What follows belongs to an exercise in optimizing a design on an open flow for small area, a short achievable clock period and few clock cycles per item; a production flow would make more cautious choices. Only simulation tests tie the RTL to the original design; equivalence was not proved. No activity file was given, so power comes from the tool's default toggle rates.

==> flow/design.v, too long to show whole: its modules and the start of the top module <==
// module se_int_lane: 354 lines
// module se_lane_mac: 488 lines
// module se_lane_add: 180 lines
// module se_lane_add33: 172 lines
module se_int_lane (
    input  wire        clk,
    input  wire        rst,
    input  wire        in_valid,
    output wire        in_ready,
    input  wire [2:0]  in_kind,
    input  wire [2:0]  in_fn,
    input  wire [1:0]  in_type,
    input  wire [1:0]  in_round,
    input  wire        in_sat,
    input  wire [31:0] in_x,
    input  wire [31:0] in_y,
    input  wire [31:0] in_z,
    output wire        out_valid,
    output wire [31:0] out_result,
    output wire        out_sat
);
  // ...
==> flow/flow/run.sh <==
#!/bin/bash
# Own layout flow: the standard flow, except that the port buffers are
# plain buffers (buf_2) instead of the slow clkdlybuf4s50_1 that
# buffer_ports picks by default. Synthesis is the standard one, unchanged.
set -euo pipefail
bash standard.sh synth > synth.log 2>&1
# Used by the steps after synthesis only (synthesis is already made).
export DONT_USE_CELLS="sky130_fd_sc_hd__clkdlybuf4s50_1 sky130_fd_sc_hd__clkdlybuf4s50_2 \
sky130_fd_sc_hd__clkdlybuf4s25_1 sky130_fd_sc_hd__clkdlybuf4s25_2 \
sky130_fd_sc_hd__clkdlybuf4s15_1 sky130_fd_sc_hd__clkdlybuf4s15_2 \
sky130_fd_sc_hd__clkdlybuf4s18_1 sky130_fd_sc_hd__clkdlybuf4s18_2 \
sky130_fd_sc_hd__buf_1 sky130_fd_sc_hd__clkbuf_1"
bash standard.sh finish > layout.log 2>&1
==> flow/standard.sh <==
#!/bin/bash
# synth_recipe.tcl (not shown) runs the flow's synth.tcl, then flattens the netlist and writes it again
# the make line also repeats each setting of config.mk as NAME=value (left out here)
make -C /OpenROAD-flow-scripts/flow DESIGN_CONFIG=/design/flow/config.mk WORK_HOME=/design/flow/orfs CLKGATE_MAP_FILE= SYNTH_SCRIPT=/design/flow/synth_recipe.tcl "${@:-finish}"
==> flow/config.mk <==
export PLATFORM = sky130hd
export DESIGN_NAME = se_int_lane
export DESIGN_NICKNAME = se_int_lane
export VERILOG_FILES = /design/flow/design.v
export SDC_FILE = /design/flow/constraint.sdc
export NUM_CORES = 4
export LEC_CHECK = 0
export ABC_AREA = 1
export CAP_MARGIN = 35
export CORE_MARGIN = 2
export CORE_UTILIZATION = 30
export PLACE_DENSITY = 0.5
export SLEW_MARGIN = 35
==> flow/constraint.sdc <==
create_clock -name core_clock -period 18.0 [get_ports {clk}]
set_input_delay 3.6000 -clock core_clock [delete_from_list [all_inputs] [get_ports {clk}]]
set_output_delay 3.6000 -clock core_clock [all_outputs]
set_load 0.01 [all_outputs]
==> results.cfg, run 1 <==
[synthesis]
synth-simple-area-share = 0.2165
yosys_register_bits = 318
share_of_the_synthesized_area_in_the_top_cell_type = 0.1676
synth.area.mux_share = 0.003737
synth-seq-area-share = 0.2683

[global_routing]
gr-max-usage-layer = met2
gr-usage-all-layers = 0.2644
grt_first_pass_wirelength_um = 181700

[clock_network]
cts-buffers-inserted = 38
tritoncts = done

[layout]
multi_input_area_share = 0.5496
dominant-cell-class = multi-input gates
biggestRegsByFlops = accc (35), accs (35)
highest_count_cells_in_the_layout_ignoring_fill_and_taps = 779 x nand2_1, 529 x inv_1, 328 x o21ai_0
final_nets = 4199
area_share_nonclk_buffers = 0.06019
final_common_cell = nand2_1
count_of_antenna_diodes_in_the_layout = 1

[run_status]
status = no timing/DRC/antenna violations

[setup_path]
count_of_buffer_and_inverter_cells_on_the_critical_path = 6
startpoint_type = input port
critical_path_arrival_ns = 6.52
crit_path_frequent_cell = inv_1
path_class = input port to flop
worst_path_dominant_cell_family = buffers and inverters
reg_to_reg_end = accs[0]

[pwr]
cellPowerDensity_mw_per_mm2 = 162.2
p_int_uw = 2445
p_leak_uw = 0.01421

[route]
wl_met2_um = 55270

[hold_path]
holdCritStartpoint = sat0
holdPathEnd = f_sat

[place]
place.port_buffers = 144
Testbench counts, summed over its fixed seeds: cycles 40,019, items 32,000.
==> run 2: changes to the inputs <==
==> flow/flow/run.sh (replaced) <==
#!/bin/bash
# Own layout flow: the standard flow with the standard synthesis,
# unchanged, except that
#  - after global placement the port buffers are made buf_2 cells instead of
#    the slow clkdlybuf4s50_1 cells buffer_ports picks (every port keeps its
#    buffer), see swap_ports.tcl;
#  - the timing repair of floorplan, CTS and global routing is asked to
#    reach a setup slack of SETUP_SLACK_MARGIN ns. The clock period and
#    every constraint stay the design's: only the optimisation effort changes.
# Each tool's output goes to a log of its own in this folder.
set -euo pipefail
bash standard.sh synth > synth.log 2>&1
export SETUP_SLACK_MARGIN=13.0
RES="$PWD/orfs/results/sky130hd/se_int_lane/base"
bash standard.sh "$RES/3_3_place_gp.odb" > place_gp.log 2>&1
PORT_ODB="$RES/3_3_place_gp.odb" openroad -no_init -exit flow/swap_ports.tcl > swap_ports.log 2>&1
bash standard.sh finish > layout.log 2>&1
==> flow/flow/swap_ports.tcl (new file) <==
# Make the port buffers that buffer_ports inserted (input*, output*) plain
# buf_2 cells instead of clkdlybuf4s50_1. Run on the global placement,
# before resizing and detailed placement.
set odb $::env(PORT_ODB)
read_db $odb
set block [ord::get_db_block]
set buf [[ord::get_db] findMaster sky130_fd_sc_hd__buf_2]
set n 0
foreach inst [$block getInsts] {
  set name [$inst getName]
  if { [regexp {^(input|output)[0-9]+$} $name] &&
       [[$inst getMaster] getName] eq "sky130_fd_sc_hd__clkdlybuf4s50_1" } {
    $inst swapMaster $buf
    incr n
  }
}
puts "port buffers swapped: $n"
write_db $odb
==> run 2 against run 1 <==
Worst setup slack improved by 1.3 ns; utilization down 0.46 points; combinational power about the same; area after synthesis unchanged; clock-buffer cell count increased by 7.
==> results.cfg, run 2 <==
[synthesis]
synth_commonest_cells = 780 x nand2_1, 531 x inv_1, 330 x o21ai_0, 276 x nor2_1, 227 x dfxtp_1
synth_edf_count = 91
synth.lib_cells_used.distinct = 63
syn_avg_cell_area_um2 = 7.105
ys_dominant_reg_cell = dfxtp_1
syn-cell-area_mm2 = 0.02712
synth_largest_area_cell = dfxtp_1
ys_warn_count = 1
synth-seq-area-share = 0.2683
yosys.cell_count.top_type = nand2_1
synthTopCellsByArea = dfxtp_1 17%, nand2_1 11%, edfxtp_1 10%
yosys_register_bits = 318
synth_cells = 3817
postSynthNetCount = 4150
share_of_the_synthesized_area_in_the_top_cell_type = 0.1676
synth-async-reset-ratio = 0

[sta]
slew_headroom = 0.3919
final-max-slew-violation-count = 0
setup_tns_ns = 0
fmax_ghz = 0.2041
tightestPinTransition_ns = 0.9027
setup_repair_after_global_routing_missed_its_margin = yes
number_of_endpoints_failing_setup_at_the_final_stage = 0
worst_clock_skew_ns = 0.04991
min_period_over_period = 0.2723
period_needed_ns = 4.901
final_hold_viol_count = 0

[floorplan]
chipHeight_um = 304.7
area_of_the_die_mm2 = 0.09282
ios = 145
core-area_mm2 = 0.08974
die_w_um = 304.7
fp-row-count = 110
start_util = 0.3022

[global_routing]
maximum_number_of_pins_on_one_net_before_global_route_repair = 71
gr-usage-all-layers = 0.2670
grt_first_pass_wirelength_um = 183000
vias_in_the_first_global_route = 26180
antenna_found_initial = 1
grt_overflow_total = 0

[route]
routed_wire_length_per_instance_um = 25.16
viasPerCell = 5.418
detail_route.iter0.violations = 3206
drt_wl_total_um = 127900
route.detailed.drc = 0
postRouteAntennaNets = 0
detailroute.via_count = 27550
detail_route.first_pass.iterations = 6

[layout]
biggestRegsByFlops = accc (35), accs (35)
fin_util = 0.3401
share_of_final_layout_standard_cells_stronger_than_drive_strength_1 = 0.09670
count_of_antenna_diodes_in_the_layout = 0
layout.filler_cells = 9842
area_growth_syn_to_layout_pct = 12.54
highest_count_cells_in_the_layout_ignoring_fill_and_taps = 777 x nand2_1, 526 x inv_1, 317 x o21ai_0
final_nets = 4212
final_common_cell = nand2_1

[clock_network]
clock_tree.root_cell = clkbuf_16
ctsHoldBuffers = 0
clock_insertion_delay_worst_skew_ns = 0.58
max-clock-path-buffers = 3
worst_setup_hold_path_clk_slew_ns = 0.06
tritoncts = done
htreeDepth = 2
cts-buffers-inserted = 39
clock_sink_count = 318

[run_status]
status = no timing/DRC/antenna violations

[place]
dp_hpwl_um = 100500
gp_congestion = 0.9906
place.port_buffers = 144

[setup_path]
worstSetupEndpointType = flop
worstPathRequired_ns = 18.41
cp_max_fo = 10
critical_path_arrival_ns = 5.31
path_class = flop to flop
startpoint_type = flop

[pwr]
power.ir.vdd_worst_v = 0.0001264
cellPowerDensity_mw_per_mm2 = 162.6
p_leak_uw = 0.01434

[hold_path]
min-delay-path-class = flop to flop

[run]
drv.max_cap_violation_count = 0
## run 2: cell counts after synthesis
No cell type changed its count.
## run 2: power by group
part	internal, uW	switching, uW	leakage (uW)
combinational	1090	2170	0.0109
sequential	876	73.7	0.00284
clock	427	320	0.000570
## run 2: final timing paths
path	start	to	slack (ns)	cells past startpoint
min	sat0	f_sat	0.34	0
max	bd_neg[5]	accs[20]	13.10	12
min reg2reg	sat0	f_sat	0.34	0
max reg2reg	bd_neg[5]	accs[20]	13.10	12
## run 2: kinds of logic (layout without fill, tap and decap cells)
family | Yosys count | in the layout | synth area share
xor gates and xnor gates | 232 | 232 | 0.07493
AOI/OAI and AO/OA | 893 | 894 | 0.1917
buffers and inverters | 748 | 838 | 0.1057
muxes | 10 | 10 | 0.003737
and+or+nand+nor | 1393 | 1394 | 0.2165
DFF | 318 | 318 | 0.2683
adders and majority gates | 223 | 223 | 0.1391
## run 2: worst max-delay path, cell delays in order, from the launching register on
cell and delay [ns]:
dfxtp_1 0.84, inv_2 0.32, xor2_1 0.26, fa_1 0.51, inv_1 0.05, fa_1 0.49, fa_1 0.56, inv_1 0.06
fa_1 0.61, inv_1 0.10, fa_1 0.46, nor2_1 0.41, a31oi_1 0.07
## run 2: metrics by stage
stage | hold WS (ns) | worst slack, ns | std cells | power, uW | cell area [um^2]
global route | 0.3577 | 12.98 | 5085 | 5300 | 30520
detailed placement | 0.3337 | 12.03 | 4996 | 4221 | 28940
finish | 0.3424 | 13.10 | 5085 | 4961 | 30520
CTS | 0.3470 | 12.96 | 5072 | 4983 | 30280
floorplan | 0.3233 | 13.02 | 3817 | 2703 | 27130
global placement | 0.3267 | 11.71 | 4996 | 4254 | 29650
## run 2: routing by layer
| layer | up-vias | track usage | routed length [um] |
|---|---|---|---|
| met4 | 2 | 0.1262 | 6999 |
| li1 | 12740 | - | - |
| met1 | 13100 | 0.3630 | 53650 |
| met5 | - | 0 | 12 |
| met2 | 1439 | 0.4118 | 55800 |
| met3 | 270 | 0.04450 | 11460 |
## run 2: timing repair
action | 4_1_cts | 5_1_grt
pin swaps | 3 | 3
gates cloned | 2 | 5
buffers inserted | 3 | 8
endpoints found under the setup margin | 127 | 95
gates resized for setup | 27 | 29
## run 2: final cells by class
type | count | area (um^2) | share of cell area
clock inverter | 9 | 73.82 | 0.002419
clock buffer | 62 | 1114 | 0.03649
timing repair buffer | 209 | 1344 | 0.04403
timing repair inverter | 1 | 5.005 | 0.0001640
sequential | 318 | 7283 | 0.2386
inverter | 557 | 2107 | 0.06904
tap | 1176 | 1471 | 0.04821
multi-input combinational | 2753 | 17120 | 0.5610
==> module se_int_lane, before the edit <==
module se_int_lane (
    input  wire        clk,
    input  wire        rst,
    input  wire        in_valid,
    output wire        in_ready,
    input  wire [2:0]  in_kind,
    input  wire [2:0]  in_fn,
    input  wire [1:0]  in_type,
    input  wire [1:0]  in_round,
    input  wire        in_sat,
    input  wire [31:0] in_x,
    input  wire [31:0] in_y,
    input  wire [31:0] in_z,
    output wire        out_valid,
    output wire [31:0] out_result,
    output wire        out_sat
);
    localparam K_ADD = 3'd0, K_MUL = 3'd1, K_MAC = 3'd2, K_SHF = 3'd3,
               K_CMP = 3'd4, K_CVT = 3'd5;
    localparam T_INT8 = 2'd0, T_INT16 = 2'd1, T_INT32 = 2'd2;
    localparam R_RNE = 2'd0, R_RTZ = 2'd1, R_RDN = 2'd2, R_RNA = 2'd3;
    reg        rdy;              
    reg        v0;
    reg [2:0]  f0;
    reg [1:0]  t0, rt0, rnd0;    
    reg        sat0;
    reg [31:0] p0, ys, q0;
    reg        is_mul, mac2, na2, nb2;
    reg [1:0]  last_st;
    reg        addsub;                   
    reg        o_sd, o_abs, o_min, o_max, o_cvt, o_lsh, o_rsh, o_cmp;
    reg        n_ge_w;                   
    reg        rs_ar;                    
    assign in_ready = rdy;
    wire take = in_valid & rdy;
    wire r0_en;                  
    wire in_mul  = (in_kind == K_MUL) | (in_kind == K_MAC);
    wire in_mac1 = (in_kind == K_MAC) & (in_fn[1:0] == 2'd1);       
    wire in_mac2 = (in_kind == K_MAC) & (in_fn[1:0] == 2'd2);       
    wire in_t32  = (in_type == T_INT32);
    wire fit_x = (&in_x[31:15]) | ~(|in_x[31:15]);
    wire fit_y = (&in_y[31:15]) | ~(|in_y[31:15]);
    wire fit_z = (&in_z[31:15]) | ~(|in_z[31:15]);
    wire in_na2 = in_mul & in_t32 & ~(in_mac1 ? fit_z : fit_x);
    wire in_nb2 = in_mul & in_t32 & ~fit_y;
    always @(posedge clk) begin
        if (r0_en) begin
            t0      <= in_type;
            rt0     <= (in_kind == K_CVT) ? in_fn[1:0] : in_type;
            sat0    <= in_sat;
            p0      <= in_mac1 ? in_z : in_x;
            ys      <= in_y;
            is_mul  <= in_mul;
            mac2    <= in_mac2;
            na2     <= in_na2;
            nb2     <= in_nb2;
            last_st <= (in_na2 & in_nb2) ? 2'd3 : (in_na2 | in_nb2) ? 2'd1 : 2'd0;
        end
    end
    always @(posedge clk) begin
        f0      <= in_fn;
        rnd0    <= in_round;
        q0      <= (in_kind == K_MUL) ? 32'd0 : in_mac1 ? in_x : in_z;
        addsub  <= ~((in_kind == K_ADD) & (in_fn == 3'd0));
        o_sd    <= (in_kind == K_ADD) & (in_fn[2:1] == 2'd0);
        o_min   <= (in_kind == K_ADD) & (in_fn == 3'd2);
        o_max   <= (in_kind == K_ADD) & (in_fn == 3'd3);
        o_abs   <= (in_kind == K_ADD) & (in_fn == 3'd4);
        o_lsh   <= (in_kind == K_SHF) & (in_fn[1:0] == 2'd2);
        o_rsh   <= (in_kind == K_SHF) & (in_fn[1:0] != 2'd2);
        rs_ar   <= (in_fn[1:0] == 2'd0);
        o_cmp   <= (in_kind == K_CMP);
        o_cvt   <= (in_kind == K_CVT);
        n_ge_w  <= (in_type == T_INT8)  ? (in_y[4:3] != 2'd0) :
                   (in_type == T_INT16) ? in_y[4] : 1'b0;
    end
    reg  [31:0] xs, yss, qs;     
    reg  [31:0] xu;              
    always @* begin
        case (t0)
            T_INT8: begin
                xs  = {{24{p0[7]}}, p0[7:0]};
                yss = {{24{ys[7]}}, ys[7:0]};
                qs  = {{24{q0[7]}}, q0[7:0]};
                xu  = {24'd0, p0[7:0]};
            end
            T_INT16: begin
                xs  = {{16{p0[15]}}, p0[15:0]};
                yss = {{16{ys[15]}}, ys[15:0]};
                qs  = {{16{q0[15]}}, q0[15:0]};
                xu  = {16'd0, p0[15:0]};
            end
            default: begin
                xs  = p0;
                yss = ys;
                qs  = q0;
                xu  = p0;
            end
        endcase
    end
    reg  [1:0] st;               
    reg        first;            
    reg        ia, ib;           
    reg        shift;            
    reg        last;             
    wire [1:0] st_n = st + 2'd1;
    assign     ib_n = na2 ? st_n[1] : st_n[0];
    assign     ia_n = na2 & st_n[0];
    reg  [16:0] a17;
    wire        ia_n;
    wire [15:0] in_a = in_mac1 ? in_z[15:0] : in_x[15:0];
    wire [15:0] in_as = (in_type == T_INT8) ? {{8{in_a[7]}}, in_a[7:0]} : in_a;
    always @(posedge clk) begin
        if (take)
            a17 <= {~in_na2 & in_as[15], in_as};
        else if (ia_n)
            a17 <= {p0[31], p0[31:16]};
        else
            a17 <= {~na2 & xs[15], xs[15:0]};
    end
    function [2:0] booth;        
        input [2:0] b;
        input       sub;
        begin
            booth[2] = b[1] ^ b[0];
            booth[1] = (b[2] & ~b[1] & ~b[0]) | (~b[2] & b[1] & b[0]);
            booth[0] = b[2] ^ sub;
        end
    endfunction
    reg  [7:0]  bd_one, bd_two, bd_neg;
    wire [16:0] in_bsrc = {in_y[15:0], 1'b0};
    wire        ib_n;            
    wire [16:0] ys_bsrc = ib_n ? ys[31:15] : {ys[15:0], 1'b0};
    integer bi;
    always @(posedge clk) begin
        for (bi = 0; bi < 8; bi = bi + 1) begin
            if (take) begin
                {bd_one[bi], bd_two[bi], bd_neg[bi]} <=
                    booth(in_bsrc[2*bi +: 3], in_mac2) &
                    {3{~((in_type == T_INT8) & (bi >= 4))}};
            end else begin
                {bd_one[bi], bd_two[bi], bd_neg[bi]} <=
                    booth(ys_bsrc[2*bi +: 3], mac2);
            end
        end
    end
    reg  [34:0] accs, accc;
    reg         f_up;            
    reg         f_inv, f_zero;   
    wire [34:0] accv;
    se_lane_add u_add (
        .ra  (accs),
        .rb  ((accc ^ {35{f_inv}}) & ~{35{f_zero}}),
        .cin (f_up),
        .sum (accv)
    );
    wire [34:0] addend = first ? {{3{qs[31]}}, qs} :
                         shift ? {{16{accv[34]}}, accv[34:16]} : accv;
    wire [34:0] mac_ra, mac_rb;
    se_lane_mac u_mac (
        .a    (a17),
        .one  (bd_one),
        .two  (bd_two),
        .neg  (bd_neg),
        .c    (addend),
        .ra   (mac_ra),
        .rb   (mac_rb)
    );
    wire [32:0] xs33 = {xs[31], xs};
    wire [32:0] ys33 = {yss[31], yss};
    wire [32:0] sd;
    se_lane_add33 u_sd (
        .ra  (xs33),
        .rb  (ys33 ^ {33{addsub}}),
        .cin (addsub),
        .sum (sd)
    );
    wire        lt = sd[32];
    wire        eq = (xs == yss);
    wire [4:0]  n = ys[4:0];
    wire [31:0] xs_rev;
    genvar gr;
    generate
        for (gr = 0; gr < 32; gr = gr + 1) begin : g_rev
            assign xs_rev[gr] = xs[31 - gr];
        end
    endgenerate
    wire [32:0] s33 = o_lsh ? {1'b0, xs_rev} :
                      rs_ar ? {xs[31], xs} : {1'b0, xu};
    wire [33:0] rsh = $signed({s33, 1'b0}) >>> n;
    wire [32:0] q   = rsh[33:1];
    wire        g   = rsh[0];
    wire [31:0] below_n = ~(32'hFFFF_FFFF << n);          
    wire [31:0] below = below_n >> 1;                     
    wire        sticky = |(s33[31:0] & below);
    wire        sneg = s33[32];
    reg         up_sh;
    always @* begin
        case (rnd0)
            R_RNE: up_sh = g & (sticky | q[0]);
            R_RTZ: up_sh = sneg & (g | sticky);
            R_RDN: up_sh = 1'b0;
            default: up_sh = g & (sticky | ~sneg);
        endcase
        if (n_ge_w)
            up_sh = 1'b0;
    end
    wire [31:0] lsh;
    wire [31:0] dif = {xs[31:1] ^ xs[30:0], xs[0]};
    wire [31:0] lmask;           
    generate
        for (gr = 0; gr < 32; gr = gr + 1) begin : g_lsh
            assign lsh[gr] = q[31 - gr];
            if (gr < 8) begin : g8
                assign lmask[gr] = (t0 == T_INT8)  ? below_n[7 - gr] :
                                   (t0 == T_INT16) ? below_n[15 - gr] :
                                                     below_n[31 - gr];
            end else if (gr < 16) begin : g16
                assign lmask[gr] = (t0 == T_INT16) ? below_n[15 - gr] :
                                                     below_n[31 - gr];
            end else begin : g32
                assign lmask[gr] = below_n[31 - gr];
            end
        end
    endgenerate
    wire        lsh_ovf = |(dif & lmask);
    reg         cmp_r;
    always @* begin
        case (f0)
            3'd0: cmp_r = eq;
            3'd1: cmp_r = ~eq;
            3'd2: cmp_r = lt;
            3'd3: cmp_r = lt | eq;
            3'd4: cmp_r = ~(lt | eq);
            default: cmp_r = ~lt;
        endcase
    end
    wire        o_add = o_sd | o_abs | o_min | o_max;
    wire [34:0] alu = ({35{o_cvt}} & {{3{xs[31]}}, xs}) |
                      ({35{o_min | o_max}} & {{3{yss[31]}}, yss}) |
                      ({35{o_lsh}} & {{3{xs[31]}}, lsh}) |
                      ({35{o_rsh}} & {{2{q[32]}}, q}) |
                      {34'd0, o_cmp & cmp_r};
    wire        alu_up = (o_abs & lt) | (o_rsh & up_sh);
    assign r0_en = ~v0 | last;
    wire fin = v0 & last;
    reg  [15:0] lo0, lo1;        
    reg  [1:0]  wt;              
    reg         f_v;
    reg  [1:0]  f_rtype;
    reg         f_sat, f_lsh, f_lovf;
    always @(posedge clk) begin
        if (rst) begin
            v0  <= 1'b0;
            rdy <= 1'b1;
        end else if (take) begin
            v0  <= 1'b1;
            rdy <= ~(in_mul & in_t32);
        end else if (v0 & ~last) begin
            rdy <= (st_n == last_st);
        end else begin
            v0  <= 1'b0;
            rdy <= 1'b1;
        end
        if (rst | take | ~v0 | last) begin
            st    <= 2'd0;
            first <= 1'b1;
            ia    <= 1'b0;
            ib    <= 1'b0;
            shift <= 1'b0;
            last  <= rst | ~take | ~(in_na2 | in_nb2);
        end else begin
            st    <= st_n;
            first <= 1'b0;
            ia    <= na2 & st_n[0];
            ib    <= ib_n;
            shift <= ~(na2 & nb2 & (st_n == 2'd2));
            last  <= (st_n == last_st);
        end
        accs <= is_mul ? mac_ra : alu;
        accc <= is_mul ? mac_rb : {35{o_add}} & {{2{sd[32]}}, sd};
        wt  <= first ? 2'd0 : wt + {1'b0, shift};
        if (shift & (wt == 2'd0))
            lo0 <= accv[15:0];
        lo1 <= accv[15:0];
        f_v     <= rst ? 1'b0 : fin;
        f_rtype <= rt0;
        f_sat   <= sat0;
        f_up    <= alu_up & ~is_mul;
        f_inv   <= o_abs & lt & ~is_mul;
        f_zero  <= ((o_min & ~lt) | (o_max & lt)) & ~is_mul;
        f_lsh   <= o_lsh & ~is_mul;
        f_lovf  <= lsh_ovf;
    end
    wire [34:0] acci = accv;
    wire [34:0] e_eq;
    assign e_eq[34] = 1'b1;
    genvar gi;
    generate
        for (gi = 0; gi < 34; gi = gi + 1) begin : g_eq
            assign e_eq[gi] = e_eq[gi + 1] & (acci[gi] == acci[gi + 1]);
        end
    endgenerate
    reg [31:0] wrapped;
    reg        ovf;
    always @* begin
        case (wt)
            2'd0: wrapped = acci[31:0];
            2'd1: wrapped = {acci[15:0], lo0};
            default: wrapped = {lo1, lo0};
        endcase
        case (wt)
            2'd0: begin
                case (f_rtype)
                    T_INT8:  ovf = ~e_eq[7];
                    T_INT16: ovf = ~e_eq[15];
                    default: ovf = ~e_eq[31];
                endcase
            end
            2'd1: ovf = ~e_eq[15];
            default: ovf = ~(e_eq[0] & (acci[0] == lo1[15]));
        endcase
        if (f_lsh)
            ovf = f_lovf;
    end
    wire sgn = acci[34];
    reg [31:0] fitted;
    always @* begin
        if (f_sat & ovf) begin
            case (f_rtype)
                T_INT8:  fitted = sgn ? 32'hFFFF_FF80 : 32'h0000_007F;
                T_INT16: fitted = sgn ? 32'hFFFF_8000 : 32'h0000_7FFF;
                default: fitted = sgn ? 32'h8000_0000 : 32'h7FFF_FFFF;
            endcase
        end else begin
            case (f_rtype)
                T_INT8:  fitted = {{24{wrapped[7]}}, wrapped[7:0]};
                T_INT16: fitted = {{16{wrapped[15]}}, wrapped[15:0]};
                default: fitted = wrapped;
            endcase
        end
    end
    reg        o_v;
    reg [31:0] o_res;
    reg        o_sat;
    always @(posedge clk) begin
        o_v   <= rst ? 1'b0 : f_v;
        o_res <= fitted;
        o_sat <= f_sat & ovf;
    end
    assign out_valid  = o_v;
    assign out_result = o_res;
    assign out_sat    = o_sat;
endmodule
==> run 3: changes to the inputs <==
--- a/flow/design.v
+++ b/flow/design.v
@@ -255,7 +255,7 @@
             rdy <= 1'b1;
         end else if (take) begin
             v0  <= 1'b1;
-            rdy <= ~(in_mul & in_t32);
+            rdy <= ~(in_na2 | in_nb2);
         end else if (v0 & ~last) begin
             rdy <= (st_n == last_st);
         end else begin
--- a/flow/flow/run.sh
+++ b/flow/flow/run.sh
@@ -10,7 +10,7 @@
 # Each tool's output goes to a log of its own in this folder.
 set -euo pipefail
 bash standard.sh synth > synth.log 2>&1
-export SETUP_SLACK_MARGIN=13.0
+export SETUP_SLACK_MARGIN=14.0
 RES="$PWD/orfs/results/sky130hd/se_int_lane/base"
 bash standard.sh "$RES/3_3_place_gp.odb" > place_gp.log 2>&1
 PORT_ODB="$RES/3_3_place_gp.odb" openroad -no_init -exit flow/swap_ports.tcl > swap_ports.log 2>&1
==> run 3 against run 2 <==
Clock-buffer cell count is 5 lower; first-iteration DRC count down 4.6%; die area is 0.80% lower; sequential power rose by 2.6%; maximum frequency increased by 6.3%; sequential cell count unchanged; largest cell class unchanged; hold slack lost 0.0023 ns.
==> results.cfg, run 3 <==
[sta]
worst_clock_skew_ns = 0.03773
number_of_endpoints_failing_setup_at_the_final_stage = 0
tightestPinTransition_ns = 0.9904
final-max-slew-violation-count = 0
period_needed_ns = 4.611
min_period_over_period = 0.2562
fmax_ghz = 0.2169
setup_tns_ns = 0
setup_slack_ns = 13.39
slew_headroom = 0.3327
setup_repair_after_global_routing_missed_its_margin = yes
final_hold_viol_count = 0

[synthesis]
postSynthNetCount = 4095
synth_commonest_cells = 756 x nand2_1, 526 x inv_1, 364 x o21ai_0, 275 x nor2_1, 227 x dfxtp_1
yosys.cell_count.top_type = nand2_1
synth-seq-area-share = 0.2705
ys_warn_count = 1
synth-async-reset-ratio = 0
share_of_the_synthesized_area_in_the_top_cell_type = 0.1689
ys_dominant_reg_cell = dfxtp_1
yosys_register_bits = 318
synth_largest_area_cell = dfxtp_1
synthTopCellsByArea = dfxtp_1 17%, nand2_1 11%, edfxtp_1 10%
syn_avg_cell_area_um2 = 7.150
synth_edf_count = 91
syn-cell-area_mm2 = 0.02690
synth_cells = 3762
synth.lib_cells_used.distinct = 62

[floorplan]
core-area_mm2 = 0.08865
chipHeight_um = 303.4
start_util = 0.3034
ios = 145
fp-row-count = 109
die_w_um = 303.4
area_of_the_die_mm2 = 0.09208

[clock_network]
tritoncts = done
max-clock-path-buffers = 3
cts-buffers-inserted = 38
worst_setup_hold_path_clk_slew_ns = 0.06
htreeDepth = 2
clock_sink_count = 318
clock_tree.root_cell = clkbuf_16
clock_insertion_delay_worst_skew_ns = 0.58

[setup_path]
cp_max_fo = 1
path_class = flop to primary output
worstSetupEndpointType = primary output
worst_path_dominant_cell_family = flip-flops
count_of_buffer_and_inverter_cells_on_the_critical_path = 1
critical_path_arrival_ns = 1.01
cp_cell_sequence = buf_6
critical_path.max_stage_delay_ns = 0.33
worstPathRequired_ns = 14.40
slowest_stage = dfxtp_2
startpoint_type = flop

[layout]
area_growth_syn_to_layout_pct = 36.55
count_of_antenna_diodes_in_the_layout = 0
fin_util = 0.4144
stdcell_area_mm2 = 0.03673
final_nets = 4475
final_common_cell = nand2_1
biggestRegsByFlops = accc (35), accs (35)
highest_count_cells_in_the_layout_ignoring_fill_and_taps = 637 x nand2_1, 420 x inv_1, 255 x o21ai_0
stdcell_count = 5335
share_of_final_layout_standard_cells_stronger_than_drive_strength_1 = 0.2930

[route]
viasPerCell = 5.500
drt_wl_total_um = 137200
detail_route.iter0.violations = 3058
postRouteAntennaNets = 0
routed_wire_length_per_instance_um = 25.72
detail_route.first_pass.iterations = 6
route.detailed.drc = 0
detailroute.via_count = 29340

[global_routing]
antenna_found_initial = 2
vias_in_the_first_global_route = 27650
grt_use_met2 = 0.4474
grt_first_pass_wirelength_um = 193000
use_met3 = 0.04726
grt_use_met1 = 0.3824
gr-usage-all-layers = 0.2884
maximum_number_of_pins_on_one_net_before_global_route_repair = 46
grt_overflow_total = 0
gr-max-usage-layer = met2

[place]
dp_cells = 4925
place.port_buffers = 144
dp_hpwl_um = 98530
dp_slack_ns = 11.79
gp_congestion = 0.9997
post_dp_cell_area_mm2 = 0.02879

[pwr]
p_leak_uw = 0.01665
cellPowerDensity_mw_per_mm2 = 153.6
power.ir.vdd_worst_v = 0.0001521

[run]
drv.max_cap_violation_count = 0

[run_status]
status = no timing/DRC/antenna violations

[hold_path]
min-delay-path-class = flop to flop
## run 3: power breakdown
group	switching (uW)	total [uW]	internal, uW
Clock	321	775	453
Sequential	92.2	975	882
Combinational	2440	3890	1460
Total	2850	5640	2790
## run 3: cells by family (layout without fill, tap and decap cells)
| family | count (synthesis) | after routing | synth area share |
|---|---|---|---|
| simple gates | 1321 | 1322 | 0.2051 |
| fa+ha+maj | 223 | 223 | 0.1403 |
| flops | 318 | 318 | 0.2705 |
| mux | 17 | 17 | 0.006372 |
| buf+inv | 736 | 1142 | 0.1049 |
| compound gates | 910 | 911 | 0.1956 |
| xor+xnor | 237 | 237 | 0.07717 |
## run 3: path summary, 6_finish.rpt
| path | start | depth (start not counted) | end | slack (ns) |
|---|---|---|---|---|
| hold reg to reg | sat0 | 0 | f_sat | 0.34 |
| setup / recovery | o_res[11] | 1 | out_result[11] | 13.39 |
| hold / removal | sat0 | 0 | f_sat | 0.34 |
| setup reg to reg | a17[8] | 17 | accc[21] | 13.77 |
## run 3: cell type report
type	instances	area, um^2
Clock buffer	57	1144
Clock inverter	11	90.09
Fill cell	9032	51920
Inverter	545	2316
Multi-Input combinational cell	2710	19300
Sequential cell	318	7368
Tap cell	1165	1458
Timing Repair Buffer	520	4965
Timing Repair inverter	9	88.84
## run 3: timing repair
| item | CTS | global route |
|---|---|---|
| endpoints found under the setup margin | 257 | 241 |
| buffers inserted | 256 | 55 |
| cloned | 26 | 5 |
| hold buffers | 0 | 0 |
| pin swaps | 150 | 176 |
| resized for setup | 535 | 445 |
## run 3: per-stage QoR
stage	hold slack, ns	power, uW
6_report	0.3401	5642
5_1_grt	0.3528	5966
4_1_cts	0.3423	5289
3_5_place_dp	0.3288	4129
3_3_place_gp	0.3275	4153
2_1_floorplan	0.3233	2723
## run 3: layer usage
layer / wire, um / up-vias
li1: - / 13260
met1: 56050 / 14030
met2: 59790 / 1652
met3: 11880 / 399
met4: 9502 / 0
met5: 0 / -
Testbench counts of run 3, summed over its fixed seeds: cycles 39,847, items 32,000.
==> run 4: changes to the inputs <==
--- a/flow/flow/run.sh
+++ b/flow/flow/run.sh
@@ -10,7 +10,7 @@
 # Each tool's output goes to a log of its own in this folder.
 set -euo pipefail
 bash standard.sh synth > synth.log 2>&1
-export SETUP_SLACK_MARGIN=14.0
+export SETUP_SLACK_MARGIN=13.5
 RES="$PWD/orfs/results/sky130hd/se_int_lane/base"
 bash standard.sh "$RES/3_3_place_gp.odb" > place_gp.log 2>&1
 PORT_ODB="$RES/3_3_place_gp.odb" openroad -no_init -exit flow/swap_ports.tcl > swap_ports.log 2>&1
==> run 4 against run 3 <==
Largest cell class unchanged; still clean on timing, DRC and antenna; maximum frequency decreased by 0.35%; clock-buffer cell count down 10; cell area shrank 13%; sequential power decreased by 0.9%; non-clock buffer count fell by 217; synthesized cell count unchanged; final cell count down 4.1%; highest routed layer is now met5; critical endpoint is now out_result[1]; global-route usage decreased by 1.1 points; worst setup slack got worse by 0.016 ns; sequential share of layout area grew 3.0 points; total power is 7.9% lower; utilization shrank 5.5 points.
==> results.cfg, run 4 <==
[sta]
setup_tns_ns = 0
setup_repair_after_global_routing_missed_its_margin = yes
min_period_over_period = 0.2571
period_needed_ns = 4.627
fmax_ghz = 0.2161
worst_hold_slack_ns = 0.3389
final-max-slew-violation-count = 0
final_hold_viol_count = 0
slew_headroom = 0.3482
worst_clock_skew_ns = 0.04210
number_of_endpoints_failing_setup_at_the_final_stage = 0
tightestPinTransition_ns = 0.9675

[clock_network]
clock_insertion_delay_worst_skew_ns = 0.59
max-clock-path-buffers = 3
ctsHoldBuffers = 0
htreeDepth = 2
clock_sink_count = 318
cts-buffers-inserted = 39
clock_tree.root_cell = clkbuf_16
worst_setup_hold_path_clk_slew_ns = 0.06
tritoncts = done

[route]
detailroute.via_count = 27730
postRouteAntennaNets = 0
viasPerCell = 5.422
detail_route.iter0.violations = 3012
routed_wire_length_per_instance_um = 25.42
drt_wl_total_um = 130000
detail_route.first_pass.iterations = 6
route.detailed.drc = 0

[setup_path]
worstSetupEndpointType = primary output
slowest_stage = dfxtp_2
critical_path.max_stage_delay_ns = 0.33
startpoint_type = flop
worstPathRequired_ns = 14.40
worst_path_dominant_cell_family = flip-flops
critical_path_arrival_ns = 1.03
cp_cell_sequence = buf_6
count_of_buffer_and_inverter_cells_on_the_critical_path = 1
path_class = flop to primary output
cp_max_fo = 1

[layout]
area_growth_syn_to_layout_pct = 18.46
biggestRegsByFlops = accc (35), accs (35)
final_nets = 4250
final_common_cell = nand2_1
seq_area_mm2 = 0.007338
highest_count_cells_in_the_layout_ignoring_fill_and_taps = 744 x nand2_1, 487 x inv_1, 315 x o21ai_0
share_of_final_layout_standard_cells_stronger_than_drive_strength_1 = 0.1507
multi_input_comb_area_mm2 = 0.01724
layout.filler_cells = 9603

[floorplan]
fp-row-count = 109
ios = 145
chipHeight_um = 303.4
start_util = 0.3034
die_w_um = 303.4
core-area_mm2 = 0.08865
area_of_the_die_mm2 = 0.09208

[synthesis]
ys_warn_count = 1
syn_avg_cell_area_um2 = 7.150
synth-seq-area-share = 0.2705
yosys.cell_count.top_type = nand2_1
ys_dominant_reg_cell = dfxtp_1
synth_largest_area_cell = dfxtp_1
synth.lib_cells_used.distinct = 62
synth_commonest_cells = 756 x nand2_1, 526 x inv_1, 364 x o21ai_0, 275 x nor2_1, 227 x dfxtp_1
postSynthNetCount = 4095
synth_edf_count = 91
syn-cell-area_mm2 = 0.02690
yosys_register_bits = 318
synthTopCellsByArea = dfxtp_1 17%, nand2_1 11%, edfxtp_1 10%
share_of_the_synthesized_area_in_the_top_cell_type = 0.1689
synth-async-reset-ratio = 0
synth_cells = 3762

[hold_path]
min-delay-path-class = flop to flop

[place]
dp_hpwl_um = 99930
place.port_buffers = 144
gp_congestion = 0.9918

[pwr]
cellPowerDensity_mw_per_mm2 = 163.1
power.ir.vdd_worst_v = 0.0001809
p_leak_uw = 0.01475

[global_routing]
gr-usage-all-layers = 0.2769
antenna_found_initial = 2
grt_first_pass_wirelength_um = 185400
vias_in_the_first_global_route = 26350
grt_overflow_total = 0
maximum_number_of_pins_on_one_net_before_global_route_repair = 48

[run]
drv.max_cap_violation_count = 0

[run_status]
status = no timing/DRC/antenna violations
[run 4: cell types whose count changed in the layout (fill, tap and decap cells not counted), sizes merged]
| cell | previous run | this run |
|---|---|---|
| diode | 0 | 2 |
| bufbuf | 1 | 3 |
| inv | 507 | 518 |
| clkinvlp | 38 | 33 |
| nand2 | 776 | 775 |
| clkbuf | 59 | 50 |
| clkinv | 18 | 17 |
| buf | 517 | 297 |
[run 4: area by class of cell]
type | instances | share of cell area
clock inverter | 24 | 0.006597
timing repair buffer | 303 | 0.07409
clock buffer | 47 | 0.03349
antenna | 2 | 0.0001571
tap | 1165 | 0.04574
multi-input combinational | 2709 | 0.5410
sequential | 318 | 0.2303
timing repair inverter | 1 | 0.0001571
inverter | 545 | 0.06852
[run 4: path summary, 6_finish.rpt]
kind / cells past startpoint / slack (ns) / end / start
max: 1 / 13.37 / out_result[1] / o_res[1]
min: 0 / 0.34 / f_sat / sat0
max reg2reg: 13 / 13.42 / accc[19] / a17[15]
min reg2reg: 0 / 0.34 / f_sat / sat0
[run 4: repair_timing]
item	CTS	global route
resized for setup	138	121
setup endpoints to repair	218	158
gates cloned	7	3
pin swaps	10	17
setup buffers	77	19
[run 4: kinds of logic (layout without fill, tap and decap cells)]
family          after synthesis  after routing  synth area share
compound gates              910            911            0.1956
fa+ha+maj                   223            223            0.1403
mux                          17             17          0.006372
simple gates               1321           1321            0.2051
buf+inv                     736            920            0.1049
xor+xnor                    237            237           0.07717
other cells                   0              2                 0
flops                       318            318            0.2705
[run 4: power breakdown]
part           leakage, uW  internal, uW  switching, uW
registers          0.00285           882           83.7
clock network     0.000615           456            341
logic               0.0113          1200           2230
[run 4: metrics by stage]
| step | util | power, uW | instance area (um^2) | setup WS (ns) | cells |
|---|---|---|---|---|---|
| global placement | 0.3328 | 4276 | 29500 | 11.30 | 4935 |
| detailed placement | 0.3248 | 4233 | 28800 | 11.76 | 4935 |
| finish | 0.3595 | 5196 | 31870 | 13.37 | 5114 |
| global route | 0.3594 | 5534 | 31860 | 13.33 | 5112 |
| floorplan | - | 2719 | 27050 | 13.12 | 3762 |
| CTS | 0.3534 | 5130 | 31330 | 13.34 | 5090 |
[run 4: per-layer routing]
metal | vias up | global-route usage | part of all wire
met1 | 13250 | 0.3782 | 0.43
li1 | 12770 | - | -
met2 | 1413 | 0.4300 | 0.44
met3 | 294 | 0.03834 | 0.080
met4 | 2 | 0.1336 | 0.057
met5 | - | 0 | 0.00010
==> run 5: changes to the inputs <==
--- a/flow/flow/run.sh
+++ b/flow/flow/run.sh
@@ -10,7 +10,7 @@
 # Each tool's output goes to a log of its own in this folder.
 set -euo pipefail
 bash standard.sh synth > synth.log 2>&1
-export SETUP_SLACK_MARGIN=13.5
+export SETUP_SLACK_MARGIN=13.4
 RES="$PWD/orfs/results/sky130hd/se_int_lane/base"
 bash standard.sh "$RES/3_3_place_gp.odb" > place_gp.log 2>&1
 PORT_ODB="$RES/3_3_place_gp.odb" openroad -no_init -exit flow/swap_ports.tcl > swap_ports.log 2>&1
--- a/flow/config.mk
+++ b/flow/config.mk
@@ -8,6 +8,6 @@
 export ABC_AREA = 1
 export CAP_MARGIN = 35
 export CORE_MARGIN = 2
-export CORE_UTILIZATION = 30
-export PLACE_DENSITY = 0.5
+export CORE_UTILIZATION = 50
+export PLACE_DENSITY = 0.65
 export SLEW_MARGIN = 35
==> run 5 against run 4 <==
Combinational power is 3% lower; sequential cell count did not move; total power down 3.6%; sequential power is 1% lower; via count up 1.5%; worst setup slack improved by 0.018 ns; hold slack gained 0.0096 ns; die area decreased by 40%; non-clock buffer count fell by 36; routed wire length decreased by 7.7%; maximum frequency up 0.40%; critical path depth unchanged; critical endpoint is now in_ready.
==> results.cfg, run 5 <==
[run_status]
status = no timing/DRC/antenna violations

[setup_path]
worstPathRequired_ns = 14.40
worstSetupEndpointType = primary output
cp_max_fo = 2
slowest_stage = dfxtp_2
critical_path.max_stage_delay_ns = 0.33
critical_path_arrival_ns = 1.01
worst_path_dominant_cell_family = flip-flops
count_of_buffer_and_inverter_cells_on_the_critical_path = 1
startpoint_type = flop
path_class = flop to primary output
cp_cell_sequence = buf_6

[hold_path]
min-delay-path-class = flop to flop

[synthesis]
ys_dominant_reg_cell = dfxtp_1
ys_warn_count = 1
synth.lib_cells_used.distinct = 62
synth_largest_area_cell = dfxtp_1
synth-async-reset-ratio = 0
synth_edf_count = 91
share_of_the_synthesized_area_in_the_top_cell_type = 0.1689
yosys_register_bits = 318
synth-seq-area-share = 0.2705
synthTopCellsByArea = dfxtp_1 17%, nand2_1 11%, edfxtp_1 10%
synth_commonest_cells = 756 x nand2_1, 526 x inv_1, 364 x o21ai_0, 275 x nor2_1, 227 x dfxtp_1
syn-cell-area_mm2 = 0.02690
postSynthNetCount = 4095
syn_avg_cell_area_um2 = 7.150
synth_cells = 3762
yosys.cell_count.top_type = nand2_1

[floorplan]
ios = 145
area_of_the_die_mm2 = 0.05567
fp-row-count = 85
chipHeight_um = 235.9
die_w_um = 235.9
core-area_mm2 = 0.05350
start_util = 0.5028

[global_routing]
grt_overflow_total = 0
antenna_found_initial = 3
gr-usage-all-layers = 0.4207
vias_in_the_first_global_route = 25740
maximum_number_of_pins_on_one_net_before_global_route_repair = 61
grt_first_pass_wirelength_um = 172400

[route]
postRouteAntennaNets = 0
detail_route.iter0.violations = 3935
drt_wl_total_um = 120000
detailroute.via_count = 28160
viasPerCell = 6.106
routed_wire_length_per_instance_um = 26.03
detail_route.first_pass.iterations = 8
route.detailed.drc = 0

[place]
gp_congestion = 1.062
dp_cells = 4462
dp_slack_ns = 12.08
dp_hpwl_um = 92530
place.port_buffers = 144

[layout]
share_of_final_layout_standard_cells_stronger_than_drive_strength_1 = 0.1263
seq_area_mm2 = 0.007295
highest_count_cells_in_the_layout_ignoring_fill_and_taps = 746 x nand2_1, 495 x inv_1, 339 x o21ai_0
final_nets = 4215
biggestRegsByFlops = accc (35), accs (35)
area_growth_syn_to_layout_pct = 13.88
layout.filler_cells = 5240
stdcell_count = 4611
multi_input_comb_area_mm2 = 0.01715
final_common_cell = nand2_1

[clock_network]
clock_tree.root_cell = clkbuf_16
worst_setup_hold_path_clk_slew_ns = 0.06
clock_sink_count = 318
clock_insertion_delay_worst_skew_ns = 0.59
tritoncts = done
htreeDepth = 2
ctsHoldBuffers = 0
cts-buffers-inserted = 38
max-clock-path-buffers = 3

[sta]
final_hold_viol_count = 0
min_period_over_period = 0.2561
worst_hold_slack_ns = 0.3485
slew_headroom = 0.3780
number_of_endpoints_failing_setup_at_the_final_stage = 0
fmax_ghz = 0.2170
setup_slack_ns = 13.39
period_needed_ns = 4.609
setup_repair_after_global_routing_missed_its_margin = yes
final-max-slew-violation-count = 0
tightestPinTransition_ns = 0.9232
setup_tns_ns = 0
worst_clock_skew_ns = 0.02414

[pwr]
power.ir.vdd_worst_v = 0.0001146
cellPowerDensity_mw_per_mm2 = 163.5
p_leak_uw = 0.01450

[run]
drv.max_cap_violation_count = 0
-- run 5: repair_timing --
item / in CTS / in global routing
cloned: 6 / 2
resized for setup: 63 / 87
setup buffers: 19 / 49
setup endpoints to repair: 210 / 161
pin swaps: 14 / 14
-- run 5: metal layers --
layer	wire length (um)	track usage	vias to the layer above
met4	6864	0.1909	4
li1	-	-	12700
met5	22	0	-
met3	15520	0.1138	335
met2	48400	0.5996	1939
met1	49200	0.5922	13180
-- run 5: metrics by stage --
stage / power (uW) / area [um^2] / utilization
detailed placement: 4102 / 28190 / 0.5269
global placement: 4136 / 28880 / 0.5398
global route: 5274 / 30620 / 0.5725
CTS: 4866 / 29910 / 0.5592
floorplan: 2719 / 27040 / -
finish: 5009 / 30630 / 0.5726
-- run 5: logic make-up (layout without fill, tap and decap cells) --
logic type	Yosys count	after routing	synth area share
simple gates	1321	1321	0.2051
compound gates	910	911	0.1956
buf+inv	736	885	0.1049
flops	318	318	0.2705
xor+xnor	237	237	0.07717
fa+ha+maj	223	223	0.1403
mux	17	17	0.006372
other cells	0	3	0
-- run 5: cell type report --
type | count | share of cell area
Inverter | 545 | 0.07111
Clock buffer | 51 | 0.03394
Sequential cell | 318 | 0.2381
Timing Repair inverter | 3 | 0.0005310
Clock inverter | 19 | 0.005065
Antenna cell | 3 | 0.0002451
Multi-Input combinational cell | 2709 | 0.5599
Timing Repair Buffer | 267 | 0.06262
Tap cell | 696 | 0.02843
-- run 5: report_power, final --
part           internal (uW)  total [uW]  switching, uW
clock                    413         748            335
sequential               877         953           75.7
combinational           1120        3310           2190
-- run 5: path summary, 6_finish.rpt --
kind / start / end / slack [ns] / depth (start not counted)
hold reg to reg: sat0 / f_sat / 0.35 / 0
setup reg to reg: bd_neg[2] / accs[18] / 13.39 / 12
hold / removal: sat0 / f_sat / 0.35 / 0
setup / recovery: rdy / in_ready / 13.39 / 1
==> run 6: changes to the inputs <==
--- a/flow/config.mk
+++ b/flow/config.mk
@@ -9,5 +9,6 @@
 export CAP_MARGIN = 35
 export CORE_MARGIN = 2
 export CORE_UTILIZATION = 50
+export CTS_BUF_LIST = sky130_fd_sc_hd__clkbuf_16
 export PLACE_DENSITY = 0.65
 export SLEW_MARGIN = 35
==> run 6 against run 5 <==
Hold slack lost 0.0012 ns; clock-buffer cell count shrank 13; cell area grew 0.19%; largest cell class unchanged; area after synthesis is the same; utilization grew 0.11 points; final cell count grew 0.22%; sequential power is essentially flat; register-to-register slack gained 0.03 ns; still clean; critical endpoint unchanged; non-clock buffer count grew 7; routed wire length grew 0.41%; maximum frequency is essentially flat.
==> results.cfg, run 6 <==
[setup_path]
count_of_buffer_and_inverter_cells_on_the_critical_path = 1
worstSetupEndpointType = primary output
critical_path_arrival_ns = 1.01
cp_max_fo = 2
worst_path_dominant_cell_family = flip-flops
worstPathRequired_ns = 14.40
critical_path.max_stage_delay_ns = 0.33
cp_cell_sequence = buf_6
slowest_stage = dfxtp_2
startpoint_type = flop
path_class = flop to primary output

[synthesis]
synth.lib_cells_used.distinct = 62
postSynthNetCount = 4095
synth_edf_count = 91
synth_largest_area_cell = dfxtp_1
synth-async-reset-ratio = 0
synth-seq-area-share = 0.2705
syn_avg_cell_area_um2 = 7.150
synth_fa_ha_area_frac = 0.1403
synth_cells = 3762
yosys.cell_count.top_type = nand2_1
synth.area.mux_share = 0.006372
synthTopCellsByArea = dfxtp_1 17%, nand2_1 11%, edfxtp_1 10%
synth_commonest_cells = 756 x nand2_1, 526 x inv_1, 364 x o21ai_0, 275 x nor2_1, 227 x dfxtp_1
synth_compound_gate_area_share = 0.1956
ys_dominant_reg_cell = dfxtp_1
synth-xor-area-share = 0.07717
synth-simple-area-share = 0.2051
ys_warn_count = 1
yosys_register_bits = 318
share_of_the_synthesized_area_in_the_top_cell_type = 0.1689
syn-cell-area_mm2 = 0.02690
synth_top_family_by_area = simple AND/OR/NAND/NOR gates

[route]
detail_route.iter0.violations = 3866
postRouteAntennaNets = 0
route.detailed.drc = 0
detail_route.first_pass.iterations = 8
drt_wl_total_um = 120500
detailroute.via_count = 28330
viasPerCell = 6.130
routed_wire_length_per_instance_um = 26.07

[clock_network]
ctsHoldBuffers = 0
clock_sink_count = 318
htreeDepth = 2
tritoncts = done
cts-buffers-inserted = 38
clock_tree.root_cell = clkbuf_16
clock_insertion_delay_worst_skew_ns = 0.59
worst_setup_hold_path_clk_slew_ns = 0.06
max-clock-path-buffers = 3

[floorplan]
area_of_the_die_mm2 = 0.05567
chipHeight_um = 235.9
fp-row-count = 85
start_util = 0.5028
die_w_um = 235.9
ios = 145
core-area_mm2 = 0.05350

[sta]
min_period_over_period = 0.2563
setup_tns_ns = 0
final_hold_viol_count = 0
setup_repair_after_global_routing_missed_its_margin = yes
final-max-slew-violation-count = 0
tightestPinTransition_ns = 0.9770
slew_headroom = 0.3418
worst_clock_skew_ns = 0.02425
period_needed_ns = 4.613
setup_slack_ns = 13.39
number_of_endpoints_failing_setup_at_the_final_stage = 0
fmax_ghz = 0.2168

[pwr]
sequentialPowerShare = 0.191
proportion_of_power_drawn_by_the_clock_network = 0.145
power_switching_share = 0.5210
share_comb_of_total_power = 0.664
power.ir.vdd_worst_v = 0.0001194
cellPowerDensity_mw_per_mm2 = 162.5
p_leak_uw = 0.01455
p_int_uw = 2389
power_switching_uw = 2598

[layout]
stdcell_count = 4621
multi_input_comb_area_mm2 = 0.01716
final_nets = 4222
highest_count_cells_in_the_layout_ignoring_fill_and_taps = 744 x nand2_1, 504 x inv_1, 339 x o21ai_0
stdcell_area_mm2 = 0.03069
biggestRegsByFlops = accc (35), accs (35)
final_common_cell = nand2_1
layout.filler_cells = 5247
share_of_final_layout_standard_cells_stronger_than_drive_strength_1 = 0.1273
fin_util = 0.5737
seq_area_mm2 = 0.007297
area_growth_syn_to_layout_pct = 14.09

[run_status]
status = no timing/DRC/antenna violations

[place]
dp_cells = 4462
dp_hpwl_um = 92530
dp_slack_ns = 12.08
post_dp_cell_area_mm2 = 0.02819
gp_congestion = 1.062
place.port_buffers = 144

[global_routing]
gr-usage-all-layers = 0.4205
antenna_found_initial = 2
vias_in_the_first_global_route = 25770
grt_first_pass_wirelength_um = 172300
maximum_number_of_pins_on_one_net_before_global_route_repair = 61
grt_overflow_total = 0

[run]
drv.max_cap_violation_count = 0

[hold_path]
min-delay-path-class = flop to flop
==> run 6: layout make-up <==
class                      instances  area share
multi-input combinational       2709      0.5592
timing repair buffer             274     0.06507
inverter                         545     0.07098
sequential                       318      0.2378
clock buffer                      38     0.03098
clock inverter                    32    0.006645
tap                              696     0.02837
antenna                            6   0.0004892
timing repair inverter             3   0.0005300
==> run 6: logic make-up after synthesis <==
group,Yosys count
compound gates,910
flops,318
buf+inv,736
xor+xnor,237
simple gates,1321
mux,17
fa+ha+maj,223
==> run 6: repair_timing <==
| item | in CTS | in global routing |
|---|---|---|
| resized for setup | 64 | 89 |
| pin swaps | 14 | 14 |
| cloned | 6 | 3 |
| endpoints found under the setup margin | 210 | 164 |
| setup buffers | 19 | 55 |
==> run 6: power by group through the flow <==
| stage | clock (uW) | sequential [uW] | combinational, uW |
|---|---|---|---|
| CTS | 732 | 943 | 3170 |
| finish | 724 | 953 | 3310 |
| floorplan | 0 | 945 | 1770 |
| detailed placement | 0 | 958 | 3140 |
| global route | 757 | 960 | 3540 |
| global placement | 0 | 959 | 3180 |
==> run 6: per-stage QoR <==
| stage | total power [uW] | hold WS (ns) |
|---|---|---|
| 2_1_floorplan | 2719 | 0.3233 |
| 3_3_place_gp | 4136 | 0.3240 |
| 3_5_place_dp | 4102 | 0.3374 |
| 4_1_cts | 4844 | 0.3498 |
| 5_1_grt | 5252 | 0.3570 |
| 6_report | 4986 | 0.3472 |
==> run 6: final timing paths <==
kind,startpoint,end,slack (ns),cells past startpoint
worst min-delay path,sat0,f_sat,0.35,0
worst max-delay path,rdy,in_ready,13.39,1
worst max register to register,bd_neg[2],accs[18],13.42,12
worst min register to register,sat0,f_sat,0.35,0
==> run 6: routing by layer <==
metal	track usage	up-vias	part of all wire
li1	-	12720	-
met1	0.5923	13270	0.41
met2	0.5956	1989	0.41
met3	0.1141	345	0.13
met4	0.1967	4	0.058
met5	0	-	0.00022
==> run 7: changes to the inputs <==
--- a/flow/config.mk
+++ b/flow/config.mk
@@ -6,9 +6,8 @@
 export NUM_CORES = 4
 export LEC_CHECK = 0
 export ABC_AREA = 1
-export CAP_MARGIN = 35
+export CAP_MARGIN = 15
 export CORE_MARGIN = 2
 export CORE_UTILIZATION = 50
-export CTS_BUF_LIST = sky130_fd_sc_hd__clkbuf_16
 export PLACE_DENSITY = 0.65
-export SLEW_MARGIN = 35
+export SLEW_MARGIN = 15
==> run 7 against run 6 <==
Hold slack improved by 0.0025 ns; critical endpoint unchanged; still clean; sequential power barely moved; critical path type unchanged; global-route usage rose by 0.22 points; total power rose by 1.5%; highest routed layer unchanged; final cell count barely moved; die area did not move; via count barely moved; area after synthesis did not move.
==> results.cfg, run 7 <==
[layout]
fin_util = 0.5767
share_of_final_layout_standard_cells_stronger_than_drive_strength_1 = 0.1301
biggestRegsByFlops = accc (35), accs (35)
stdcell_area_mm2 = 0.03085
final_common_cell = nand2_1
multi_input_comb_area_mm2 = 0.01719
layout.filler_cells = 5239
seq_area_mm2 = 0.007292
highest_count_cells_in_the_layout_ignoring_fill_and_taps = 743 x nand2_1, 493 x inv_1, 339 x o21ai_0
area_growth_syn_to_layout_pct = 14.69
final_nets = 4224

[setup_path]
worstPathRequired_ns = 14.40
reg2reg_setup_slack_ns = 13.44
path_class = flop to primary output
reg_to_reg_end = accc[20]
cp_cell_sequence = buf_6
cp_max_fo = 2
startpoint_type = flop
critical_path_arrival_ns = 0.99
slowest_stage = dfxtp_2
reg2reg_start = bd_neg[2]
cp_num_cells = 1
timing.reg2reg.worst_path_depth = 11
worstSetupEndpointType = primary output
critical_path.max_stage_delay_ns = 0.33
count_of_buffer_and_inverter_cells_on_the_critical_path = 1
worst_path_dominant_cell_family = flip-flops

[route]
drt_wl_total_um = 120500
routed_wire_length_per_instance_um = 26.11
route.detailed.drc = 0
viasPerCell = 6.141
detail_route.first_pass.iterations = 9
detail_route.iter0.violations = 4114
postRouteAntennaNets = 0
detailroute.via_count = 28360

[global_routing]
antenna_found_initial = 3
maximum_number_of_pins_on_one_net_before_global_route_repair = 61
grt_overflow_total = 0
gr-usage-all-layers = 0.4227
use_met3 = 0.1240
grt_use_met2 = 0.6025
grt_first_pass_wirelength_um = 173600
vias_in_the_first_global_route = 25760
grt_use_met1 = 0.5836
gr-max-usage-layer = met2

[synthesis]
ys_warn_count = 1
synth_commonest_cells = 756 x nand2_1, 526 x inv_1, 364 x o21ai_0, 275 x nor2_1, 227 x dfxtp_1
synth_cells = 3762
yosys.cell_count.top_type = nand2_1
synth.lib_cells_used.distinct = 62
synth-async-reset-ratio = 0
postSynthNetCount = 4095
yosys_register_bits = 318
share_of_the_synthesized_area_in_the_top_cell_type = 0.1689
synth-seq-area-share = 0.2705
synthTopCellsByArea = dfxtp_1 17%, nand2_1 11%, edfxtp_1 10%
syn-cell-area_mm2 = 0.02690
synth_edf_count = 91
synth_largest_area_cell = dfxtp_1
ys_dominant_reg_cell = dfxtp_1
syn_avg_cell_area_um2 = 7.150

[run_status]
status = no timing/DRC/antenna violations

[clock_network]
tritoncts = done
ctsHoldBuffers = 0
max-clock-path-buffers = 3
clock_sink_count = 318
clock_insertion_delay_worst_skew_ns = 0.56
cts-buffers-inserted = 37
clock_tree.root_cell = clkbuf_16
worst_setup_hold_path_clk_slew_ns = 0.06
htreeDepth = 2

[sta]
period_needed_ns = 4.594
min_period_over_period = 0.2552
number_of_endpoints_failing_setup_at_the_final_stage = 0
final-max-slew-violation-count = 0
fmax_ghz = 0.2177
slew_headroom = 0.1813
setup_repair_after_global_routing_missed_its_margin = yes
final_hold_viol_count = 0
setup_tns_ns = 0
tightestPinTransition_ns = 1.215
worst_clock_skew_ns = 0.01349

[hold_path]
holdCritStartpoint = sat0
min-delay-path-class = flop to flop
cells_on_worst_hold_path = 0
holdPathEnd = f_sat

[floorplan]
chipHeight_um = 235.9
start_util = 0.5028
core-area_mm2 = 0.05350
fp-row-count = 85
die_w_um = 235.9
area_of_the_die_mm2 = 0.05567
ios = 145

[place]
dp_hpwl_um = 92480
place.port_buffers = 144
post_dp_cell_area_mm2 = 0.02816
gp_congestion = 1.062

[pwr]
cellPowerDensity_mw_per_mm2 = 164.1
sequentialPowerShare = 0.188
p_int_uw = 2472
power.ir.vdd_worst_v = 0.0001059
power_switching_share = 0.5117
proportion_of_power_drawn_by_the_clock_network = 0.158
share_comb_of_total_power = 0.654
p_total_uw = 5063
power_switching_uw = 2591
p_leak_uw = 0.01461

[run]
drv.max_cap_violation_count = 0
run 7: changes by cell type in the layout (fill, tap and decap cells not counted), sizes merged:
cell / previous run / this run
buf: 270 / 271
bufbuf: 3 / 2
bufinv: 1 / 3
clkbuf: 39 / 53
clkinv: 23 / 17
diode: 6 / 1
inv: 530 / 520
nor2: 278 / 279
run 7: stage by stage:
stage	setup WS (ns)	cells	hold slack, ns
6_report	13.41	4617	0.3497
5_1_grt	13.31	4616	0.3581
4_1_cts	13.23	4551	0.3520
3_5_place_dp	12.07	4461	0.3357
3_3_place_gp	11.64	4461	0.3240
2_1_floorplan	13.12	3762	0.3233
run 7: logic make-up after synthesis:
family | synth area share
AND/OR/NAND/NOR | 0.2051
AO/OA/AOI/OAI | 0.1956
buffers and inverters | 0.1049
flip-flops | 0.2705
XOR/XNOR | 0.07717
adder cells (fa/ha/maj) | 0.1403
multiplexers | 0.006372
run 7: final cells by class:
type,count,area share
diodes,1,0.00008111
clock buffers,51,0.03573
clock inverters,17,0.006164
inverters,545,0.07004
multi-input cells,2710,0.5572
flip-flops and latches,318,0.2364
well taps,696,0.02823
repair buffers,275,0.06550
repair inverters,4,0.0007300
run 7: repair_timing:
item                                    4_1_cts  5_1_grt
pin swaps                                    11       12
gates cloned                                  6        5
endpoints found under the setup margin      189      160
buffers inserted                             16       60
resized for setup                            57      102
run 7: worst max-delay path by stage:
stage | slack (ns) | end | startpoint
2_1_floorplan | 13.12 | p0[17] | in_kind[2]
3_3_place_gp | 11.64 | a17[10] | in_kind[2]
6_report | 13.41 | in_ready | rdy
3_5_place_dp | 12.07 | a17[11] | in_kind[2]
5_1_grt | 13.31 | accs[0] | t0[0]
4_1_cts | 13.23 | accs[0] | t0[0]
run 7: power by group through the flow:
stage,combinational (uW),clock (uW),sequential (uW)
3_5_place_dp,3150,0,958
6_report,3310,797,952
5_1_grt,3530,830,959
3_3_place_gp,3180,0,959
4_1_cts,3170,803,943
2_1_floorplan,1770,0,945
run 7: per-layer routing:
layer | up-vias | wire, um
met5 | - | 20
met4 | 2 | 7171
met3 | 335 | 15650
met2 | 1918 | 49340
met1 | 13370 | 48360
li1 | 12730 | -
==> run 8: changes to the inputs <==
--- a/flow/flow/run.sh
+++ b/flow/flow/run.sh
@@ -10,7 +10,7 @@
 # Each tool's output goes to a log of its own in this folder.
 set -euo pipefail
 bash standard.sh synth > synth.log 2>&1
-export SETUP_SLACK_MARGIN=13.4
+export SETUP_SLACK_MARGIN=13.25
 RES="$PWD/orfs/results/sky130hd/se_int_lane/base"
 bash standard.sh "$RES/3_3_place_gp.odb" > place_gp.log 2>&1
 PORT_ODB="$RES/3_3_place_gp.odb" openroad -no_init -exit flow/swap_ports.tcl > swap_ports.log 2>&1
--- a/flow/config.mk
+++ b/flow/config.mk
@@ -6,8 +6,10 @@
 export NUM_CORES = 4
 export LEC_CHECK = 0
 export ABC_AREA = 1
-export CAP_MARGIN = 15
+export CAP_MARGIN = 35
 export CORE_MARGIN = 2
 export CORE_UTILIZATION = 50
+export CTS_CLUSTER_DIAMETER = 80
+export CTS_CLUSTER_SIZE = 24
 export PLACE_DENSITY = 0.65
-export SLEW_MARGIN = 15
+export SLEW_MARGIN = 35
==> run 8 against run 7 <==
Still clean; first-iteration DRC count fell by 7.7%; via count is 2.7% lower; sequential cell count did not move; critical path type unchanged; largest cell class unchanged; highest routed layer is now met4.
==> results.cfg, run 8 <==
[run_status]
status = no timing/DRC/antenna violations

[floorplan]
fp-row-count = 85
ios = 145
core-area_mm2 = 0.05350
chipHeight_um = 235.9
start_util = 0.5028
area_of_the_die_mm2 = 0.05567
die_w_um = 235.9

[setup_path]
reg2reg_start = bd_one[3]
critical_path.max_stage_delay_ns = 0.38
timing.reg2reg.worst_path_depth = 13
worstSetupEndpointType = primary output
worstPathRequired_ns = 14.40
slowest_stage = dfxtp_1
reg_to_reg_end = accs[21]
worst_path_dominant_cell_family = flip-flops
startpoint_type = flop
count_of_buffer_and_inverter_cells_on_the_critical_path = 1
cp_cell_sequence = buf_2
cp_max_fo = 2
critical_path_arrival_ns = 1.11
reg2reg_setup_slack_ns = 13.33
path_class = flop to primary output

[synthesis]
ys_dominant_reg_cell = dfxtp_1
syn-cell-area_mm2 = 0.02690
synth_largest_area_cell = dfxtp_1
synth_commonest_cells = 756 x nand2_1, 526 x inv_1, 364 x o21ai_0, 275 x nor2_1, 227 x dfxtp_1
synth-async-reset-ratio = 0
postSynthNetCount = 4095
yosys_register_bits = 318
syn_avg_cell_area_um2 = 7.150
synth-seq-area-share = 0.2705
synth.lib_cells_used.distinct = 62
yosys.cell_count.top_type = nand2_1
synth_edf_count = 91
share_of_the_synthesized_area_in_the_top_cell_type = 0.1689
synth_cells = 3762
synthTopCellsByArea = dfxtp_1 17%, nand2_1 11%, edfxtp_1 10%
ys_warn_count = 1

[global_routing]
antenna_found_initial = 1
gr-usage-all-layers = 0.4078
maximum_number_of_pins_on_one_net_before_global_route_repair = 74
vias_in_the_first_global_route = 25040
grt_overflow_total = 0
grt_first_pass_wirelength_um = 167700

[pwr]
p_total_uw = 4784
cellPowerDensity_mw_per_mm2 = 161.0
p_leak_uw = 0.01420
power.ir.vdd_worst_v = 0.0001394

[clock_network]
clock_sink_count = 318
clock_tree.root_cell = clkbuf_16
cts-buffers-inserted = 22
tritoncts = done
htreeDepth = 1
clock_insertion_delay_worst_skew_ns = 0.58
worst_setup_hold_path_clk_slew_ns = 0.09
max-clock-path-buffers = 3

[route]
postRouteAntennaNets = 0
drt_wl_total_um = 117300
detail_route.iter0.violations = 3799
detail_route.first_pass.iterations = 9
viasPerCell = 6.060
route.detailed.drc = 0
routed_wire_length_per_instance_um = 25.76
detailroute.via_count = 27600

[sta]
final_hold_viol_count = 0
tightestPinTransition_ns = 0.9641
min_period_over_period = 0.2618
number_of_endpoints_failing_setup_at_the_final_stage = 0
period_needed_ns = 4.712
worst_clock_skew_ns = 0.03530
fmax_ghz = 0.2122
setup_slack_ns = 13.29
slew_headroom = 0.3517
final-max-slew-violation-count = 0
setup_tns_ns = 0
setup_repair_after_global_routing_missed_its_margin = yes

[layout]
layout.filler_cells = 5350
highest_count_cells_in_the_layout_ignoring_fill_and_taps = 751 x nand2_1, 513 x inv_1, 348 x o21ai_0
final_common_cell = nand2_1
fin_util = 0.5556
stdcell_count = 4554
area_growth_syn_to_layout_pct = 10.49
final_nets = 4174
biggestRegsByFlops = accc (35), accs (35)
share_of_final_layout_standard_cells_stronger_than_drive_strength_1 = 0.1032

[hold_path]
min-delay-path-class = flop to flop
holdCritStartpoint = sat0
holdPathEnd = f_sat
cells_on_worst_hold_path = 0

[place]
dp_slack_ns = 11.91
dp_hpwl_um = 91110
place.port_buffers = 144
dp_cells = 4462
gp_congestion = 1.072

[run]
drv.max_cap_violation_count = 0
run 8: power breakdown:
| group | total, uW | leakage [uW] | switching [uW] | internal, uW |
|---|---|---|---|---|
| registers | 944 | 0.00284 | 69.1 | 875 |
| clock network | 573 | 0.000387 | 300 | 273 |
| logic | 3270 | 0.0110 | 2180 | 1090 |
| total | 4780 | 0.0142 | 2540 | 2240 |
run 8: area by class of cell:
cell class / count / area [um^2] / area share
sequential: 318 / 7283 / 0.2451
clock buffer: 30 / 653.1 / 0.02198
inverter: 545 / 2088 / 0.07026
tap: 696 / 870.8 / 0.02930
antenna: 1 / 2.502 / 0.00008420
clock inverter: 10 / 161.4 / 0.005431
timing repair buffer: 245 / 1674 / 0.05633
multi-input combinational: 2709 / 16990 / 0.5716
run 8: repair_timing:
action                     CTS  global route
setup endpoints to repair  146           100
hold buffers                 0             0
buffers inserted            12            33
cloned                       3             2
gates resized for setup     22            39
pin swaps                    6             3
run 8: worst max-delay path by stage:
stage | start | end | slack (ns) | depth (start not counted)
floorplan | in_kind[2] | p0[17] | 13.12 | 11
global placement | in_kind[2] | p0[13] | 11.51 | 10
detailed placement | in_kind[2] | p0[14] | 11.91 | 10
CTS | in_kind[2] | last | 13.26 | 11
global route | in_kind[2] | a17[13] | 13.19 | 13
finish | rdy | in_ready | 13.29 | 1
run 8: layer usage:
metal	vias up	track usage	wire (um)	share of wire
met4	0	0.1849	6928	0.059
met1	12890	0.5644	47100	0.40
li1	12600	-	-	-
met5	-	0	0	0
met3	289	0.1119	15720	0.13
met2	1823	0.5918	47570	0.41
run 8: through the flow:
step           instance area, um^2  hold slack, ns
6_report                     29720          0.3524
5_1_grt                      29720          0.3710
3_3_place_gp                 28860          0.3278
3_5_place_dp                 28170          0.3337
4_1_cts                      29260          0.3563
2_1_floorplan                26980          0.3233
run 8: logic make-up after synthesis:
| logic type | after synthesis | share of synthesized area |
|---|---|---|
| and+or+nand+nor | 1321 | 0.2051 |
| AOI/OAI and AO/OA | 910 | 0.1956 |
| buffers and inverters | 736 | 0.1049 |
| DFF | 318 | 0.2705 |
| xor gates and xnor gates | 237 | 0.07717 |
| adders and majority gates | 223 | 0.1403 |
| muxes | 17 | 0.006372 |

Re-timed with assumed drivers on the ports (clkbuf_16 on the clock, buf_2 on other inputs), run 8 has 13.222 ns of setup slack against 13.288 ns with ideal ports, and 12.737 ns once port delays also move by the mid clock arrival of 0.628 ns.
